Background: an optimization exercise with open tools, aiming at small area and a short achievable clock period. Do not read the settings as production practice.
In this exercise RTL edits were held to simulation tests only and were not proved equivalent to the original.

### flow/run.sh
#!/bin/bash
# synth_recipe.tcl (not shown) runs the flow's synth.tcl, then flattens the netlist and writes it again
# the make line also repeats each setting of config.mk as NAME=value (left out here)
make -C /OpenROAD-flow-scripts/flow DESIGN_CONFIG=/design/flow/config.mk WORK_HOME=/design/flow/orfs CLKGATE_MAP_FILE= SYNTH_SCRIPT=/design/flow/synth_recipe.tcl finish
### flow/config.mk
export PLATFORM = sky130hd
export DESIGN_NAME = ecc80_codec
export DESIGN_NICKNAME = ecc80_codec
export VERILOG_FILES = /design/flow/design.v
export SDC_FILE = /design/flow/constraint.sdc
export NUM_CORES = 4
export LEC_CHECK = 0
export CAP_MARGIN = 20
export CORE_MARGIN = 2
export CORE_UTILIZATION = 40
export PLACE_DENSITY = 0.6
export SLEW_MARGIN = 20
### flow/constraint.sdc
create_clock -name core_clock -period 22.0 [get_ports {clk}]
set_input_delay 4.4000 -clock core_clock [delete_from_list [all_inputs] [get_ports {clk}]]
set_output_delay 4.4000 -clock core_clock [all_outputs]
set_load 0.01 [all_outputs]
### flow/design.v
module ecc80_codec (
    input  wire        clk,
    input  wire        rst,
    input  wire        enc_valid_i,
    input  wire [63:0] enc_data_i,
    output reg         enc_valid_o,
    output reg  [15:0] enc_check_o,
    input  wire        dec_valid_i,
    input  wire [79:0] dec_cw_i,
    output reg         dec_valid_o,
    output reg  [63:0] dec_data_o,
    output reg  [15:0] dec_check_o,
    output reg  [1:0]  dec_err_o
);
    localparam [15:0] GEN      = 16'hC599;   
    localparam [15:0] CHK_MASK = 16'h9935;
    localparam [7:0]  GF_POLY  = 8'h89;      
    function [6:0] gf_mul;
        input [6:0] a;
        input [6:0] b;
        reg   [13:0] p;
        integer i;
        begin
            p = 14'd0;
            for (i = 0; i < 7; i = i + 1)
                if (b[i]) p = p ^ ({7'd0, a} << i);
            for (i = 13; i >= 7; i = i - 1)
                if (p[i]) p = p ^ ({6'd0, GF_POLY} << (i - 7));
            gf_mul = p[6:0];
        end
    endfunction
    function [6:0] gf_alpha_pow;
        input integer n;
        integer i;
        reg [7:0] v;
        begin
            v = 8'd1;
            for (i = 0; i < (n % 127); i = i + 1) begin
                v = v << 1;
                if (v[7]) v = v ^ GF_POLY;
            end
            gf_alpha_pow = v[6:0];
        end
    endfunction
    function [6:0] gf_inv;
        input [6:0] a;
        begin
            case (a)
                7'd0: gf_inv = 7'd0;
                7'd1: gf_inv = 7'd1;
                7'd2: gf_inv = 7'd68;
                7'd3: gf_inv = 7'd120;
                7'd4: gf_inv = 7'd34;
                7'd5: gf_inv = 7'd40;
                7'd6: gf_inv = 7'd60;
                7'd7: gf_inv = 7'd94;
                7'd8: gf_inv = 7'd17;
                7'd9: gf_inv = 7'd77;
                7'd10: gf_inv = 7'd20;
                7'd11: gf_inv = 7'd117;
                7'd12: gf_inv = 7'd30;
                7'd13: gf_inv = 7'd86;
                7'd14: gf_inv = 7'd47;
                7'd15: gf_inv = 7'd24;
                7'd16: gf_inv = 7'd76;
                7'd17: gf_inv = 7'd8;
                7'd18: gf_inv = 7'd98;
                7'd19: gf_inv = 7'd64;
                7'd20: gf_inv = 7'd10;
                7'd21: gf_inv = 7'd116;
                7'd22: gf_inv = 7'd126;
                7'd23: gf_inv = 7'd50;
                7'd24: gf_inv = 7'd15;
                7'd25: gf_inv = 7'd46;
                7'd26: gf_inv = 7'd43;
                7'd27: gf_inv = 7'd59;
                7'd28: gf_inv = 7'd83;
                7'd29: gf_inv = 7'd84;
                7'd30: gf_inv = 7'd12;
                7'd31: gf_inv = 7'd87;
                7'd32: gf_inv = 7'd38;
                7'd33: gf_inv = 7'd74;
                7'd34: gf_inv = 7'd4;
                7'd35: gf_inv = 7'd41;
                7'd36: gf_inv = 7'd49;
                7'd37: gf_inv = 7'd66;
                7'd38: gf_inv = 7'd32;
                7'd39: gf_inv = 7'd75;
                7'd40: gf_inv = 7'd5;
                7'd41: gf_inv = 7'd35;
                7'd42: gf_inv = 7'd58;
                7'd43: gf_inv = 7'd26;
                7'd44: gf_inv = 7'd63;
                7'd45: gf_inv = 7'd110;
                7'd46: gf_inv = 7'd25;
                7'd47: gf_inv = 7'd14;
                7'd48: gf_inv = 7'd67;
                7'd49: gf_inv = 7'd36;
                7'd50: gf_inv = 7'd23;
                7'd51: gf_inv = 7'd127;
                7'd52: gf_inv = 7'd81;
                7'd53: gf_inv = 7'd71;
                7'd54: gf_inv = 7'd89;
                7'd55: gf_inv = 7'd90;
                7'd56: gf_inv = 7'd109;
                7'd57: gf_inv = 7'd105;
                7'd58: gf_inv = 7'd42;
                7'd59: gf_inv = 7'd27;
                7'd60: gf_inv = 7'd6;
                7'd61: gf_inv = 7'd95;
                7'd62: gf_inv = 7'd111;
                7'd63: gf_inv = 7'd44;
                7'd64: gf_inv = 7'd19;
                7'd65: gf_inv = 7'd99;
                7'd66: gf_inv = 7'd37;
                7'd67: gf_inv = 7'd48;
                7'd68: gf_inv = 7'd2;
                7'd69: gf_inv = 7'd121;
                7'd70: gf_inv = 7'd80;
                7'd71: gf_inv = 7'd53;
                7'd72: gf_inv = 7'd92;
                7'd73: gf_inv = 7'd118;
                7'd74: gf_inv = 7'd33;
                7'd75: gf_inv = 7'd39;
                7'd76: gf_inv = 7'd16;
                7'd77: gf_inv = 7'd9;
                7'd78: gf_inv = 7'd97;
                7'd79: gf_inv = 7'd100;
                7'd80: gf_inv = 7'd70;
                7'd81: gf_inv = 7'd52;
                7'd82: gf_inv = 7'd85;
                7'd83: gf_inv = 7'd28;
                7'd84: gf_inv = 7'd29;
                7'd85: gf_inv = 7'd82;
                7'd86: gf_inv = 7'd13;
                7'd87: gf_inv = 7'd31;
                7'd88: gf_inv = 7'd91;
                7'd89: gf_inv = 7'd54;
                7'd90: gf_inv = 7'd55;
                7'd91: gf_inv = 7'd88;
                7'd92: gf_inv = 7'd72;
                7'd93: gf_inv = 7'd119;
                7'd94: gf_inv = 7'd7;
                7'd95: gf_inv = 7'd61;
                7'd96: gf_inv = 7'd101;
                7'd97: gf_inv = 7'd78;
                7'd98: gf_inv = 7'd18;
                7'd99: gf_inv = 7'd65;
                7'd100: gf_inv = 7'd79;
                7'd101: gf_inv = 7'd96;
                7'd102: gf_inv = 7'd123;
                7'd103: gf_inv = 7'd106;
                7'd104: gf_inv = 7'd108;
                7'd105: gf_inv = 7'd57;
                7'd106: gf_inv = 7'd103;
                7'd107: gf_inv = 7'd122;
                7'd108: gf_inv = 7'd104;
                7'd109: gf_inv = 7'd56;
                7'd110: gf_inv = 7'd45;
                7'd111: gf_inv = 7'd62;
                7'd112: gf_inv = 7'd114;
                7'd113: gf_inv = 7'd125;
                7'd114: gf_inv = 7'd112;
                7'd115: gf_inv = 7'd124;
                7'd116: gf_inv = 7'd21;
                7'd117: gf_inv = 7'd11;
                7'd118: gf_inv = 7'd73;
                7'd119: gf_inv = 7'd93;
                7'd120: gf_inv = 7'd3;
                7'd121: gf_inv = 7'd69;
                7'd122: gf_inv = 7'd107;
                7'd123: gf_inv = 7'd102;
                7'd124: gf_inv = 7'd115;
                7'd125: gf_inv = 7'd113;
                7'd126: gf_inv = 7'd22;
                7'd127: gf_inv = 7'd51;
                default: gf_inv = 7'd0;
            endcase
        end
    endfunction
    function [14:0] core_check;
        input [63:0] d;
        reg   [14:0] r;
        reg          fb;
        integer i;
        begin
            r = 15'd0;
            for (i = 63; i >= 0; i = i - 1) begin
                fb = d[i] ^ r[14];
                r  = {r[13:0], 1'b0};
                if (fb) r = r ^ GEN[14:0];
            end
            core_check = r;
        end
    endfunction
    wire [14:0] enc_core  = core_check(enc_data_i);
    wire [15:0] enc_check = {^enc_core, enc_core} ^ CHK_MASK;
    always @(posedge clk) begin
        if (rst) enc_valid_o <= 1'b0;
        else     enc_valid_o <= enc_valid_i;
        if (enc_valid_i) enc_check_o <= enc_check;
    end
    wire [79:0] raw = dec_cw_i ^ {CHK_MASK, 64'd0};
    wire [78:0] core = {raw[63:0], raw[78:64]};
    reg        s0;
    reg  [6:0] s1, s3;
    integer j;
    always @(*) begin
        s0 = 1'b0;
        s1 = 7'd0;
        s3 = 7'd0;
        for (j = 0; j < 79; j = j + 1) begin
            s0 = s0 ^ core[j];
            if (core[j]) begin
                s1 = s1 ^ gf_alpha_pow(j);
                s3 = s3 ^ gf_alpha_pow(3 * j);
            end
        end
    end
    wire [6:0] s1_sq   = gf_mul(s1, s1);
    wire [6:0] s1_cube = gf_mul(s1_sq, s1);
    wire [6:0] sig2    = s0 ? 7'd0 : (s1_sq ^ gf_mul(s3, gf_inv(s1)));
    reg [78:0] flip;
    reg [6:0]  nroots;
    integer k;
    always @(*) begin
        nroots = 7'd0;
        for (k = 0; k < 79; k = k + 1) begin
            flip[k] = ((7'd1 ^ gf_mul(s1, gf_alpha_pow(127 - k))
                             ^ gf_mul(sig2, gf_alpha_pow(254 - 2 * k))) == 7'd0);
            nroots = nroots + {6'd0, flip[k]};
        end
    end
    wire core_clean = !s0 && (s1 == 7'd0) && (s3 == 7'd0);
    wire core_one   =  s0 && (s1 != 7'd0) && (s3 == s1_cube) && (nroots == 7'd1);
    wire core_two   = !s0 && (s1 != 7'd0) && (sig2 != 7'd0) && (nroots == 7'd2);
    wire core_ok    = core_clean || core_one || core_two;
    wire [78:0] core_fix = core_clean ? core : (core ^ flip);
    wire [14:0] chk_fix  = core_fix[14:0];
    wire [63:0] dat_fix  = core_fix[78:15];
    wire        p15      = ^chk_fix;
    wire        p15_bad  = p15 ^ raw[79];
    wire [1:0]  core_n   = core_clean ? 2'd0 : (core_one ? 2'd1 : 2'd2);
    wire [2:0]  total_n  = {1'b0, core_n} + {2'd0, p15_bad};
    wire        correct  = core_ok && (total_n <= 3'd2);
    always @(posedge clk) begin
        if (rst) dec_valid_o <= 1'b0;
        else     dec_valid_o <= dec_valid_i;
        if (dec_valid_i) begin
            if (correct) begin
                dec_data_o  <= dat_fix;
                dec_check_o <= {p15, chk_fix} ^ CHK_MASK;
                dec_err_o   <= total_n[1:0];
            end else begin
                dec_data_o  <= dec_cw_i[63:0];
                dec_check_o <= dec_cw_i[79:64];
                dec_err_o   <= 2'd3;
            end
        end
    end
endmodule
==> results.txt <==
[final cells by class]
| type | instances | area (um2) |
|---|---|---|
| repair buffers | 474 | 4210 |
| fillers | 7126 | 38500 |
| clock buffers | 10 | 239 |
| inverters | 95 | 358 |
| clock inverters | 6 | 63.8 |
| flip-flops and latches | 100 | 2980 |
| multi-input cells | 2991 | 25600 |
| diodes | 2 | 5.00 |
| well taps | 959 | 1200 |
[worst max path at each step]
stage,from,end,cells after the start
2_1_floorplan,dec_cw_i[59],dec_check_o[4]$_DFFE_PP_,56
3_3_place_gp,dec_cw_i[41],dec_data_o[60]$_DFFE_PP_,56
3_5_place_dp,dec_cw_i[41],dec_data_o[32]$_DFFE_PP_,55
4_1_cts,dec_cw_i[41],dec_data_o[32]$_DFFE_PP_,55
5_1_grt,dec_cw_i[42],dec_data_o[3]$_DFFE_PP_,48
6_report,dec_cw_i[0],dec_data_o[32]$_DFFE_PP_,52
[cells by family (layout without fill, tap and decap cells)]
kind of cell / Yosys count / count (layout) / share of synthesized area [%]
multiplexers: 26 / 26 / 0.933
XOR/XNOR: 1789 / 1789 / 58.4
buffers and inverters: 289 / 585 / 4.16
other: 0 / 2 / 0
AO/OA/AOI/OAI: 286 / 286 / 6.90
flip-flops: 100 / 100 / 10.1
adder cells (fa/ha/maj): 113 / 113 / 6.49
AND/OR/NAND/NOR: 777 / 777 / 13.0
[synth_stat cells, drive strengths merged (52+ instances only)]
master	n
inv	93
nand2	200
nand3	93
xor2	364
nor3	92
xnor3	85
fa	68
a21oi	62
nor2	177
buf	96
clkbuf	98
xnor2	1325
o21ai	52
edfxtp	98
[metal layers]
layer  up-vias  global-route usage, %  wire [um]
met5         -                      0         24
met4         4                   22.8      11100
met3       518                   11.6      17900
li1      11712                      -          -
met2      1903                   54.6      59400
met1     13078                   46.5      55500
[what timing repair did]
item                       4_1_cts  5_1_grt
setup buffers                    0        0
setup endpoints to repair        0        3
gates resized for setup          0        2
[sequential cells by signal, indices dropped and copies added, names as in the netlist]
signal       flops
dec_data_o      64
dec_check_o     16
dec_err_o        2
dec_valid_o      1
enc_check_o     16
enc_valid_o      1
==> impl_metrics.py <==
metrics = {
    "sta": {
        "slew_violations": 0,
        "finalCritPeriodShare_pct": 96.1,
        "worst_pin_slew_ps": 1260,
        "tns_ps": 0,
        "hold_slack_ps": 4470,
        "clock.fmax_mhz": 47.3,
        "setup_violations": 0,
        "hold_viol": 0,
        "min_period_ps": 21150,
        "finalWorstSetupSlack_ps": 849,
        "rsz0062_at_grt": "false",
        "relSlewSlack_pct": 15.8,
    },
    "placed_design": {
        "placed_cells": 4619,
        "pre_cts_ws_ps": 554,
        "portBuffers": 247,
        "hpwlAfterDp_mm": 115,
        "placed_cell_area_um2": 34400,
        "gp_congestion": 1.10,
    },
    "setup_path": {
        "cp_data_required_time_ps": 22120,
        "cp_top_family": "adder cells",
        "cpPeakStageDelay_ps": 840,
        "critical_path_class": "input port to flip-flop",
        "worstPathMaxFanout": 47,
        "crit_buf_inv": 9,
        "cp-start-kind": "input port",
        "crit_path_end_kind": "flip-flop",
        "cpMostUsedCell": "fa_1",
        "crit_path_top_delay_cell": "clkdlybuf4s50_1",
        "crit_arrival_ps": 21270,
    },
    "cts": {
        "cts.sinks": 100,
        "ctsHoldBuffers": 0,
        "cts_tree": "built",
        "cts_buffers": 9,
        "cts_root_buffer": "clkbuf_16",
        "ctsHtreeMaxLevel": 3,
        "ctsLongestPathBuffers": 2,
        "clk_pin_slew_ps": 80,
    },
    "detailed_routing": {
        "drt_iter0_drc": 3612,
        "wl_mm": 144,
        "wl_per_cell_um": 31.0,
        "routed_via_density": 5.87,
        "first_pass_iters": 8,
        "ant_nets": 0,
        "dr_total_vias": 27215,
        "post-route-drc-count": 0,
    },
    "die": {
        "die_w_um": 276,
        "row_count": 99,
        "die_area_um2": 76300,
        "ios": 248,
        "fp.dieH_um": 276,
        "core-area_um2": 73200,
        "start_util_pct": 40.5,
    },
    "hold_path": {
        "hp-start": "dec_valid_i",
        "min_to": "dec_data_o[45]$_DFFE_PP_",
        "min_delay_path_depth": 1,
        "hold_path.class": "input port to flip-flop",
    },
    "layout": {
        "stdcell_area_um2": 34700,
        "instances_no_fill": 4637,
        "areaGrowthSynthToFinish_pct": 17.1,
        "drive_gt1_share_pct": 9.44,
        "nets": 3932,
        "final_common_cell": "xnor2_1",
        "final_cell_mix": "xnor2_1, xor2_1, clkdlybuf4s50_1",
        "postLayoutCoreUtil_pct": 47.4,
    },
    "synthesis": {
        "synth_area_um2": 29600,
        "ys_async_sr_fraction_pct": 0,
        "synth_ff_type": "edfxtp_1",
        "yosysTopAreaCellShare_pct": 38.5,
        "avgSynthCellArea_um2": 8.77,
        "synth_area_leaders": "xnor2_1, xor2_1, edfxtp_1, xnor3_1, fa_1",
        "yosysUniqueCellTypes": 98,
        "synth_nets": 3641,
        "synth_top_cell_by_area": "xnor2_1",
        "synth-seq-area-share_pct": 10.1,
        "synth_edf_count": 98,
        "yosys_register_bits": 100,
        "yosysWarnings": 1,
        "postSynthCellCount": 3380,
    },
    "grt": {
        "grt-ovfl-total": 0,
        "grt_max_degree": 61,
        "grt_use_total_pct": 36.8,
        "grt_pass1_wl_mm": 202,
        "grt_pass1_vias": 25988,
        "antenna_found_initial": 5,
    },
    "flow_run": {
        "max_cap_viol_count": 0,
    },
    "status": {
        "status": "complete, no violations",
    },
}

==> re-timing with driven ports <==
No port has a modelled driver above. Below, the same layout with a new extraction and two added sets of constraints. Step 1 sets driving cells, clkbuf_16 on the clock port and buf_2 on the other inputs (assumed; they add their load-dependent delay and slew). Step 2 also shifts input and output timing later by t, the mid clock arrival at the registers, as if the neighbouring blocks saw the same clock. a / b / c = ideal ports / drivers / drivers and shift; a / b = the first two.
t, ns: 0.421
slack for setup (ns): 0.849 / 0.875 / 0.454
latest minus earliest clock arrival (ns): 0.009 / 0.009
worst register clock-pin slew, ns: 0.08 / 0.08
worst data-port slew with drivers (ns): 0.06
After both steps setup and hold are still met in this run. The setup slack of this run moves by +0.026 ns with the drivers and by -0.395 ns with both steps.
